This is an optimization exercise on Yosys and OpenROAD, whose aim is small area, a short achievable clock period and few clock cycles per item, not a production implementation. Function was checked by simulation only, so behaviour that the tests miss may differ from the original.

==> harbor <==
## zrf_hdr_dec
module zrf_hdr_dec (
    input  wire         clk,
    input  wire         rst,           
    input  wire         in_valid,
    output wire         in_ready,
    input  wire [146:0] in_bits,       
    input  wire         exp_side,
    input  wire [3:0]   exp_layer,
    input  wire [2:0]   exp_spot,
    input  wire [23:0]  exp_rb,
    input  wire [5:0]   exp_frame,
    input  wire         chk_frame,     
    output reg          out_valid,
    input  wire         out_ready,
    output reg  [63:0]  out_info,      
    output reg  [1:0]   out_nerr,      
    output reg          out_fail,      
    output reg          out_match      
);
Settings: LEC_CHECK=0, CAP_MARGIN=20, CORE_MARGIN=2, CORE_UTILIZATION=40, SLEW_MARGIN=20, SYNTH_HIERARCHICAL=1, SYNTH_MINIMUM_KEEP_SIZE=0; clock period 18.0 ns.
standard.sh (not shown) runs the stock make flow with config.mk's settings and CLKGATE_MAP_FILE= SYNTH_SCRIPT=/design/flow/synth_recipe.tcl, a recipe that flattens the netlist after the stock synthesis.
==> flow/flow/run.sh <==
#!/bin/bash
# The standard layout (the standard.sh, standard synthesis included), with
# two changes: the port buffers that global placement inserts are buf_2 cells
# instead of the default clkdlybuf4s50_1, and timing repair aims for 13 ns of
# setup slack at the design's 18 ns clock, so that it also sizes the paths
# that set the achieved period.
set -euo pipefail
bash standard.sh BUFFER_PORTS_ARGS="-buffer_cell sky130_fd_sc_hd__buf_2" SETUP_SLACK_MARGIN=13 > standard.log 2>&1
==> juniper: changes against harbor <==
==> flow/flow/run.sh (replaced) <==
#!/bin/bash
# The standard layout (the standard.sh, standard synthesis included), with
# two changes: the port buffers that global placement inserts are buf_2 cells
# instead of the default clkdlybuf4s50_1, and timing repair aims for 13.2 ns of
# setup slack at the design's 18 ns clock, so that it also sizes the paths
# that set the achieved period.
set -euo pipefail
bash standard.sh BUFFER_PORTS_ARGS="-buffer_cell sky130_fd_sc_hd__buf_2" SETUP_SLACK_MARGIN=13.2 > standard.log 2>&1
CORE_UTILIZATION = 80   (was 40)
CTS_BUF_LIST = sky130_fd_sc_hd__clkbuf_8 sky130_fd_sc_hd__clkbuf_16   (was not set)
CTS_CLUSTER_DIAMETER = 100   (was not set)
CTS_CLUSTER_SIZE = 20   (was not set)
PLACE_DENSITY = 0.92   (was not set)
==> lagoon: changes against harbor <==
==> flow/flow/run.sh (replaced) <==
#!/bin/bash
# The standard layout (the standard.sh, standard synthesis included), with
# two changes: the port buffers that global placement inserts are buf_2 cells
# instead of the default clkdlybuf4s50_1, and timing repair aims for 13.3 ns of
# setup slack at the design's 18 ns clock, so that it also sizes the paths
# that set the achieved period.
set -euo pipefail
bash standard.sh BUFFER_PORTS_ARGS="-buffer_cell sky130_fd_sc_hd__buf_2" SETUP_SLACK_MARGIN=13.3 > standard.log 2>&1
CORE_UTILIZATION = 60   (was 40)
CTS_BUF_LIST = sky130_fd_sc_hd__clkbuf_8 sky130_fd_sc_hd__clkbuf_16   (was not set)
CTS_CLUSTER_DIAMETER = 100   (was not set)
CTS_CLUSTER_SIZE = 20   (was not set)
PLACE_DENSITY = 0.75   (was not set)
==> qor summary <==
item	lagoon	juniper	harbor
Fraction of final layout cells with drive strength greater than 1	16.3%	-	15.3%
Number of CTS-inserted buffers	38	35	59
WP buf/inv	1	-	1
Relative area of clock buffers and inverters in the final design	2.62%	-	4.42%
Tightest hold margin	0.394 ns	-	0.406 ns
Total number of vias	27200	-	26500
Register-to-register path setup slack	13.32 ns	-	13.06 ns
Number of remaining DRC errors	0	-	0
Cell count after placement	4694	4453	5111
Arrival @ worst endpoint	1.23 ns	-	5.30 ns
Max-slew headroom	34.0%	-	33.2%
Largest register FFs	96	-	96
Status	no timing/DRC/antenna violations	did not finish	no timing/DRC/antenna violations
Stage where the flow stopped	-	global routing	-
Fraction of standard cell area in multi-input logic	51.8%	-	50.3%
Worst slew pin tran	0.989 ns	-	1.00 ns
Testbench counts of harbor, summed over its fixed seeds: cycles 2,432, items 2,400.
Testbench counts of juniper, summed over its fixed seeds: cycles 2,432, items 2,400.
Testbench counts of lagoon, summed over its fixed seeds: cycles 2,432, items 2,400.

-- static timing again, ports no longer ideal --
The results above use ideal ports. As a check the final layouts listed here were re-extracted and re-timed, cells and wires unchanged. Step 1 assumes that a clkbuf_16 drives the clock port and a buf_2 every other input. Step 2 moves the port delays by t, midway between the first and last clock arrival at a register: inputs arrive t later, outputs are due t later. That takes back most of the time a late clock gives input paths. Slacks: ideal / step 1 / step 2; pairs: ideal / step 1.
run	shift t [ns]	slack for setup (ns)	worst setup path after step 2	worst slew at a driven data input, ns
harbor	0.682	13.062 / 13.004 / 13.062	register to register	0.06
lagoon	0.641	13.172 / 13.113 / 13.152	input to register	0.06
After both steps setup and hold are still met in every run listed. For lagoon, which loses most, drivers alone change the setup slack by -0.059 ns; drivers and shift together by -0.020 ns.
